This design comes from an exercise in tuning for small area and a short achievable clock period on the open sky130 flow, not from production work. The RTL was checked by simulation tests, not by an equivalence proof against the original design.

### flow/run.sh
#!/bin/bash
# synth_recipe.tcl (not shown) runs the flow's synth.tcl, then flattens the netlist and writes it again
# the make line also repeats each setting of config.mk as NAME=value (left out here)
make -C /OpenROAD-flow-scripts/flow DESIGN_CONFIG=/design/flow/config.mk WORK_HOME=/design/flow/orfs CLKGATE_MAP_FILE= SYNTH_SCRIPT=/design/flow/synth_recipe.tcl finish
### flow/config.mk
export PLATFORM = sky130hd
export DESIGN_NAME = tim_domains
export DESIGN_NICKNAME = tim_domains
export VERILOG_FILES = /design/flow/design.v
export SDC_FILE = /design/flow/constraint.sdc
export NUM_CORES = 4
export LEC_CHECK = 0
export CAP_MARGIN = 20
export CORE_MARGIN = 2
export CORE_UTILIZATION = 40
export SLEW_MARGIN = 20
### flow/constraint.sdc
create_clock -name core_clock -period 45.0 [get_ports {clk}]
set_input_delay 9.0000 -clock core_clock [delete_from_list [all_inputs] [get_ports {clk}]]
set_output_delay 9.0000 -clock core_clock [all_outputs]
set_load 0.01 [all_outputs]
### flow/design.v
module tim_domain (
    input  wire        clk,
    input  wire        rst,
    input  wire        cmd_hit,
    input  wire [2:0]  cmd_op,
    input  wire [77:0] cmd_data,
    output reg  [47:0] sec,
    output reg  [29:0] ns,
    output reg  [31:0] frac,
    output reg  [31:0] rate,
    output reg         valid,
    output reg         hold,
    output reg  [61:0] slew,
    output reg  [31:0] steps,
    output reg  [31:0] jumps_refused,
    output reg  [31:0] hold_refused
);
    localparam [2:0] OP_RATE   = 3'd0;
    localparam [2:0] OP_ADJ    = 3'd1;
    localparam [2:0] OP_SET    = 3'd2;
    localparam [2:0] OP_RESUME = 3'd3;
    localparam [2:0] OP_FORCE  = 3'd4;
    localparam [2:0] OP_THRESH = 3'd5;
    localparam [2:0] OP_SLEW   = 3'd6;
    localparam signed [31:0] RATE_MAX = 32'sd8589935;
    localparam signed [31:0] RATE_MIN = -32'sd8589935;
    reg  [19:0] thresh_us;
    reg  [11:0] slew_ppm;
    reg         pend_set;
    reg  [77:0] pend_data;
    wire [19:0] thr_us_eff = (thresh_us == 20'd0) ? 20'd1 : thresh_us;
    wire [29:0] thr_ns     = thr_us_eff * 30'd1000;
    wire [11:0] ppm_eff    = (slew_ppm == 12'd0)   ? 12'd1 :
                             (slew_ppm > 12'd1000) ? 12'd1000 : slew_ppm;
    wire [23:0] slew_step  = ppm_eff * 24'd8590;
    wire [61:0] absorb  = (slew > {38'd0, slew_step}) ? {38'd0, slew_step} : slew;
    wire [61:0] slew_a  = slew - absorb;                  
    wire signed [63:0] eff_rate = $signed({{32{rate[31]}}, rate}) - $signed({2'b00, absorb});
    wire signed [63:0] inc      = 64'sd8589934592 + eff_rate;    
    wire [47:0] set_sec = cmd_data[77:30];
    wire [29:0] set_ns  = cmd_data[29:0];
    wire signed [79:0] delta_adj = {{48{cmd_data[31]}}, cmd_data[31:0]};
    wire signed [79:0] delta_set =
        ($signed({32'd0, set_sec}) - $signed({32'd0, sec})) * 80'sd1000000000 +
        ($signed({50'd0, set_ns}) - $signed({50'd0, ns}));
    wire signed [79:0] delta = (cmd_op == OP_SET) ? delta_set : delta_adj;
    wire signed [111:0] delta_u  = {delta, 32'd0};
    wire signed [111:0] thr_u    = $signed({50'd0, thr_ns, 32'd0});
    wire signed [111:0] slew_a_w = $signed({50'd0, slew_a});
    wire refuse = (delta > $signed({50'd0, thr_ns})) ||
                  (delta < 0 && (slew_a_w - delta_u) > thr_u);
    wire signed [111:0] cancel_w = (delta_u < slew_a_w) ? delta_u : slew_a_w;
    wire signed [111:0] fwd_step = delta_u - cancel_w;    
    wire signed [71:0]  force_step = {{8{pend_data[31]}}, pend_data[31:0], 32'd0};
    reg  signed [71:0]  step_u;
    reg                 do_load;      
    reg  [77:0]         load_val;
    wire signed [71:0]  sum = $signed({10'd0, ns, frac}) + {{8{inc[63]}}, inc} + step_u;
    wire signed [39:0]  sum_ns = sum[71:32];
    reg  signed [39:0] ns_n;
    reg  signed [49:0] sec_adj;
    always @* begin
        if (sum_ns >= 40'sd3000000000) begin
            ns_n    = sum_ns - 40'sd3000000000;
            sec_adj = 50'sd3;
        end else if (sum_ns >= 40'sd2000000000) begin
            ns_n    = sum_ns - 40'sd2000000000;
            sec_adj = 50'sd2;
        end else if (sum_ns >= 40'sd1000000000) begin
            ns_n    = sum_ns - 40'sd1000000000;
            sec_adj = 50'sd1;
        end else if (sum_ns >= 40'sd0) begin
            ns_n    = sum_ns;
            sec_adj = 50'sd0;
        end else if (sum_ns >= -40'sd1000000000) begin
            ns_n    = sum_ns + 40'sd1000000000;
            sec_adj = -50'sd1;
        end else if (sum_ns >= -40'sd2000000000) begin
            ns_n    = sum_ns + 40'sd2000000000;
            sec_adj = -50'sd2;
        end else begin
            ns_n    = sum_ns + 40'sd3000000000;
            sec_adj = -50'sd3;
        end
    end
    wire [47:0] sec_n = sec + sec_adj[47:0];
    reg         n_valid, n_hold, n_pend_set;
    reg  [77:0] n_pend_data;
    reg  [61:0] n_slew;
    reg  [31:0] n_rate;
    reg         inc_steps, inc_jref, inc_href;
    always @* begin
        step_u      = 72'sd0;
        do_load     = 1'b0;
        load_val    = cmd_data;
        n_valid     = valid;
        n_hold      = hold;
        n_pend_set  = pend_set;
        n_pend_data = pend_data;
        n_slew      = slew_a;
        n_rate      = rate;
        inc_steps   = 1'b0;
        inc_jref    = 1'b0;
        inc_href    = 1'b0;
        if (cmd_hit) begin
            case (cmd_op)
                OP_RATE: begin
                    if (hold)
                        inc_href = 1'b1;
                    else if ($signed(cmd_data[31:0]) > RATE_MAX)
                        n_rate = RATE_MAX;
                    else if ($signed(cmd_data[31:0]) < RATE_MIN)
                        n_rate = RATE_MIN;
                    else
                        n_rate = cmd_data[31:0];
                end
                OP_ADJ, OP_SET: begin
                    if (!valid) begin
                        if (cmd_op == OP_SET) begin
                            do_load   = 1'b1;
                            n_valid   = 1'b1;
                            inc_steps = 1'b1;
                        end
                    end else if (hold) begin
                        inc_href = 1'b1;
                    end else if (refuse) begin
                        n_hold      = 1'b1;
                        n_pend_set  = (cmd_op == OP_SET);
                        n_pend_data = cmd_data;
                        inc_jref    = 1'b1;
                    end else if (delta >= 0) begin
                        n_slew = slew_a - cancel_w[61:0];
                        if (fwd_step > 0) begin
                            step_u    = fwd_step[71:0];
                            inc_steps = 1'b1;
                        end
                    end else begin
                        n_slew = slew_a - delta_u[61:0];
                    end
                end
                OP_RESUME: begin
                    n_hold = 1'b0;
                end
                OP_FORCE: begin
                    if (hold) begin
                        n_hold    = 1'b0;
                        inc_steps = 1'b1;
                        if (pend_set) begin
                            do_load  = 1'b1;
                            load_val = pend_data;
                            n_slew   = 62'd0;
                        end else begin
                            step_u = force_step;
                        end
                    end
                end
                default: ;
            endcase
        end
    end
    always @(posedge clk) begin
        if (rst) begin
            sec           <= 48'd0;
            ns            <= 30'd0;
            frac          <= 32'd0;
            rate          <= 32'd0;
            valid         <= 1'b0;
            hold          <= 1'b0;
            slew          <= 62'd0;
            steps         <= 32'd0;
            jumps_refused <= 32'd0;
            hold_refused  <= 32'd0;
            thresh_us     <= 20'd1000;
            slew_ppm      <= 12'd200;
            pend_set      <= 1'b0;
            pend_data     <= 78'd0;
        end else begin
            if (do_load) begin
                sec  <= load_val[77:30];
                ns   <= load_val[29:0];
                frac <= 32'd0;
            end else begin
                sec  <= sec_n;
                ns   <= ns_n[29:0];
                frac <= sum[31:0];
            end
            rate      <= n_rate;
            valid     <= n_valid;
            hold      <= n_hold;
            slew      <= n_slew;
            pend_set  <= n_pend_set;
            pend_data <= n_pend_data;
            if (inc_steps && steps != 32'hffffffff)
                steps <= steps + 32'd1;
            if (inc_jref && jumps_refused != 32'hffffffff)
                jumps_refused <= jumps_refused + 32'd1;
            if (inc_href && hold_refused != 32'hffffffff)
                hold_refused <= hold_refused + 32'd1;
            if (cmd_hit && cmd_op == OP_THRESH)
                thresh_us <= cmd_data[19:0];
            if (cmd_hit && cmd_op == OP_SLEW)
                slew_ppm <= cmd_data[11:0];
        end
    end
endmodule
module tim_domains (
    input  wire        clk,
    input  wire        rst,             
    input  wire        cmd_valid,
    input  wire [2:0]  cmd_op,
    input  wire        cmd_dom,
    input  wire [77:0] cmd_data,
    input  wire        rd_dom,
    output wire [47:0] rd_sec,
    output wire [29:0] rd_ns,
    output wire [31:0] rd_frac,
    output wire [31:0] rd_rate,
    output wire        rd_valid,
    output wire        rd_holdover,
    output wire        rd_slewing,
    output wire [23:0] rd_slew_left,    
    output wire [31:0] rd_steps,
    output wire [31:0] rd_jumps_refused,
    output wire [31:0] rd_hold_refused
);
    localparam ND = 2;
    wire [47:0] sec   [0:ND-1];
    wire [29:0] ns    [0:ND-1];
    wire [31:0] frac  [0:ND-1];
    wire [31:0] rate  [0:ND-1];
    wire        valid [0:ND-1];
    wire        hold  [0:ND-1];
    wire [61:0] slew  [0:ND-1];
    wire [31:0] steps [0:ND-1];
    wire [31:0] jref  [0:ND-1];
    wire [31:0] href  [0:ND-1];
    genvar d;
    generate
        for (d = 0; d < ND; d = d + 1) begin : dom
            tim_domain u_dom (
                .clk           (clk),
                .rst           (rst),
                .cmd_hit       (cmd_valid && cmd_dom == d),
                .cmd_op        (cmd_op),
                .cmd_data      (cmd_data),
                .sec           (sec[d]),
                .ns            (ns[d]),
                .frac          (frac[d]),
                .rate          (rate[d]),
                .valid         (valid[d]),
                .hold          (hold[d]),
                .slew          (slew[d]),
                .steps         (steps[d]),
                .jumps_refused (jref[d]),
                .hold_refused  (href[d])
            );
        end
    endgenerate
    wire [62:0] slew_sel = {1'b0, slew[rd_dom]} + 63'h3fffffffff;    
    assign rd_sec           = sec[rd_dom];
    assign rd_ns            = ns[rd_dom];
    assign rd_frac          = frac[rd_dom];
    assign rd_rate          = rate[rd_dom];
    assign rd_valid         = valid[rd_dom];
    assign rd_holdover      = hold[rd_dom];
    assign rd_slewing       = slew[rd_dom] != 62'd0;
    assign rd_slew_left     = slew_sel[61:38];
    assign rd_steps         = steps[rd_dom];
    assign rd_jumps_refused = jref[rd_dom];
    assign rd_hold_refused  = href[rd_dom];
endmodule
==> out/results.txt <==
Worst EP arrival = 44.11 ns
nets = 24500
Total Wirelength = 702000 um
CTS Buf Count = 115
FF-to-FF Start = dom[1].u_dom.slew_ppm[0]$_SDFFE_PP0P_
# rows = 233
RSZ-0062 raised after global routing = yes
CP Capture Point = dom[1].u_dom.sec[47]$_SDFF_PP0_
vias per cell = 5.91
Sink Count = 826
Yosys top cell area share = 0.175
placed wire-length estimate after detailed placement = 585000 um
Relative slew margins = 0.125
remaining antenna violation count = 0
Final period util = 0.962
Clock Tree Buf Depth = 4
Synth cell types = 140
TNS Setup = 0 ns
Die Span X = 640 um
initial antenna violation count = 46
vias in the first global route = 150000
Initial Util = 0.402
ranking of synthesized cells by area = fa_1 (17%), ha_1 (16%), dfxtp_1 (10%)
Core Region = 403000 um^2
Crit path top cell by count = o21ai_0
DRT Pass-1 Iters = 9
Synth Register Bits = 826
fraction of layout cells with a size suffix above 1 = 0.0544
Final setup viols = 0
H-tree level count = 3
Root Buffer Master = clkbuf_16
Netlist Area Pre-Place = 162000 um^2
CP endpoint kind = flip-flop
number of flops mapped to enable cells by yosys = 0
routed via count = 157000
Tmin final = 43.28 ns
DR iter-0 viols = 15700
Syn Area/Cell = 7.78 um^2
sequential cell area fraction in the yosys report = 0.102
Crit Path Category = in -> reg
asr flop ratio synth = 0
synth warn = 2
Worst-Margin Slew = 1.30 ns
Fin Clk Skew = 0.122 ns
max incr delay on CP = 0.63 ns
status = no timing/DRC/antenna violations
FF-to-FF End = dom[1].u_dom.sec[47]$_SDFF_PP0_
die footprint = 409000 um^2
Min-Delay Path Class = reg -> reg
most common flop cell mapped by yosys = dfxtp_1
Util after Layout = 0.441
remaining global-route overflow = 0
port bufs = 350
wire length per cell = 26.5 um
first-pass GRT wire length = 1020000 um
height of the die = 640 um
DRC = 0
Mapped Cells = 20800
GPL Wtd Cong = 1.11
Setup crit start kind = primary input
cts hold-fix bufs = 0
P&R area growth vs syn = 9.74%
FMAX = 23.1 MHz
slack of the worst reg-to-reg path = 6.79 ns
I/O pins = 351
CTS tree = yes
worst skew pair latency = 0.96 ns
Final Slew Violations = 0
Critical Path Source = cmd_data[31]
All-Layer GR Usage = 0.333
Slowest cell on crit path = xnor2_1
R2R depth = 148
CP required = 45.82 ns
area leader, netlist = fa_1
Clock transition at path regs = 0.06 ns
Max Fanout on Critical Path = 44
Max-cap violations = 0
largest net degree at the start of global routing = 141
final hold violation count = 0
cells in the mapped netlist, types with 122 or more instances:
master and n:
mux2_2 145, nand2_1 1773, dfxtp_1 826, nand3_1 509, nand4_1 231, and3_1 228
a21oi_1 1586, inv_1 2536, o31ai_1 122, o21ai_0 1106, o211ai_1 126, fa_1 1412
xnor2_1 814, and2_1 149, a311oi_1 133, o21bai_1 145, a211oi_1 175, xor2_1 436
a31oi_1 166, mux2i_1 242, a21o_1 531, clkbuf_1 642, nor2b_1 160, o21a_1 162
nor3_1 427, or3_1 169, nor2_1 1908, ha_1 2017, nor4_1 147, nand2b_1 188
cell type report:
cell class | count | area (um^2)
fillers | 41100 | 225000
multi-input cells | 16700 | 134000
flip-flops and latches | 826 | 16500
inverters | 2538 | 9530
well taps | 5405 | 6760
repair buffers | 757 | 6620
clock buffers | 156 | 3280
clock inverters | 53 | 654
diodes | 23 | 57.6
flip-flops by register name (all words and copies together) (netlist names), 24 cells and up:
| signal | cells |
|---|---|
| dom.u_dom.sec | 96 |
| dom.u_dom.hold_refused | 64 |
| dom.u_dom.steps | 64 |
| dom.u_dom.slew_ppm | 24 |
| dom.u_dom.frac | 64 |
| dom.u_dom.slew | 124 |
| dom.u_dom.rate | 64 |
| dom.u_dom.thresh_us | 40 |
| dom.u_dom.pend_data | 156 |
| dom.u_dom.ns | 60 |
| dom.u_dom.jumps_refused | 64 |
worst min path at each step:
| stage | startpoint | to | slack (ns) | depth (start not counted) |
|---|---|---|---|---|
| after floorplan | dom[0].u_dom.pend_data[56]$_SDFFE_PP0P_ | dom[0].u_dom.sec[26]$_SDFF_PP0_ | 0.44 | 2 |
| after global routing | dom[0].u_dom.pend_data[56]$_SDFFE_PP0P_ | dom[0].u_dom.sec[26]$_SDFF_PP0_ | 0.49 | 2 |
| after CTS | dom[0].u_dom.pend_data[56]$_SDFFE_PP0P_ | dom[0].u_dom.sec[26]$_SDFF_PP0_ | 0.46 | 2 |
| after detailed placement | dom[0].u_dom.pend_data[56]$_SDFFE_PP0P_ | dom[0].u_dom.sec[26]$_SDFF_PP0_ | 0.45 | 2 |
| after global placement | dom[0].u_dom.pend_data[56]$_SDFFE_PP0P_ | dom[0].u_dom.sec[26]$_SDFF_PP0_ | 0.45 | 2 |
| final | dom[0].u_dom.pend_data[56]$_SDFFE_PP0P_ | dom[0].u_dom.sec[26]$_SDFF_PP0_ | 0.46 | 2 |
through the flow:
| stage | setup WS [ns] | cells | area (um^2) | hold slack [ns] |
|---|---|---|---|---|
| 3_3_place_gp | -2.18 | 26200 | 173000 | 0.450 |
| 6_report | 1.72 | 26500 | 177000 | 0.462 |
| 4_1_cts | 0.00946 | 26500 | 177000 | 0.463 |
| 5_1_grt | -0.0749 | 26500 | 177000 | 0.486 |
| 2_1_floorplan | 4.17 | 20900 | 162000 | 0.435 |
| 3_5_place_dp | -1.65 | 26300 | 173000 | 0.454 |
repair_timing:
action / in CTS / in global routing
cloned: 0 / 1
setup endpoints to repair: 12 / 63
gates resized for setup: 11 / 120
pin swaps: 0 / 8
setup buffers: 0 / 15
layout by cell type (no fill, tap or decap), types with 148 or more instances in the layout:
cell type        instances
a21o_1                 529
nor2b_1                159
nand2_1               1768
a211oi_1               168
a21oi_1               1573
or3_1                  168
o21ai_0               1067
o21a_1                 161
nand3_1                507
fa_1                  1412
mux2i_1                242
xnor2_1                801
ha_1                  2015
and2_1                 148
a31oi_1                164
and3_1                 228
nor2_1                1895
nand4_1                231
nand2b_1               187
buf_4                  397
inv_1                 2532
clkdlybuf4s50_1        345
nor3_1                 421
xor2_1                 433
dfxtp_1                826
worst max-delay path: cells and delay by family:
| kind | cells | cell delay [ns] |
|---|---|---|
| and+or+nand+nor | 28 | 6.84 |
| xor gates and xnor gates | 5 | 1.47 |
| adders and majority gates | 14 | 5.95 |
| AOI/OAI and AO/OA | 77 | 18.18 |
| buffers and inverters | 12 | 2.52 |
kinds of logic (layout without fill, tap and decap cells):
group,count (synthesis),count (layout),synth area share
AND/OR/NAND/NOR,6328,6328,0.186
multiplexers,395,395,0.0257
AO/OA/AOI/OAI,5234,5235,0.209
adder cells (fa/ha/maj),3433,3433,0.331
buffers and inverters,3296,3504,0.0772
XOR/XNOR,1257,1257,0.0685
other,2,117,0.0000465
flip-flops,826,826,0.102
metal layers:
metal / part of all wire / global-route usage
met1: 0.42 / 0.443
met2: 0.42 / 0.502
met3: 0.086 / 0.0635
met4: 0.072 / 0.195
met5: 0.00022 / 0

[port drivers added, routing unchanged]
Ports are ideal in the flow. The routed layout listed here was re-timed in OpenROAD. Step 1: set_driving_cell puts a clkbuf_16 on clk and a buf_2 on each other input, an assumption about the parent block. Step 2, shift: input delay + t, output delay - t, t = (earliest + latest rising clock arrival at the registers) / 2. This alone moves slack from input paths to output paths. Slacks: no drivers / after step 1 / after step 2; pairs: no drivers / after step 1.
shift t [ns]: 0.990
setup slack, ns: 1.717 / 1.788 / 0.798
slew at the worst register clock pin (ns): 0.08 / 0.08
worst data-port slew with drivers (ns): 0.30
After both steps this run still meets setup and hold. The setup slack of this run moves by +0.071 ns with the drivers and by -0.919 ns with both steps.
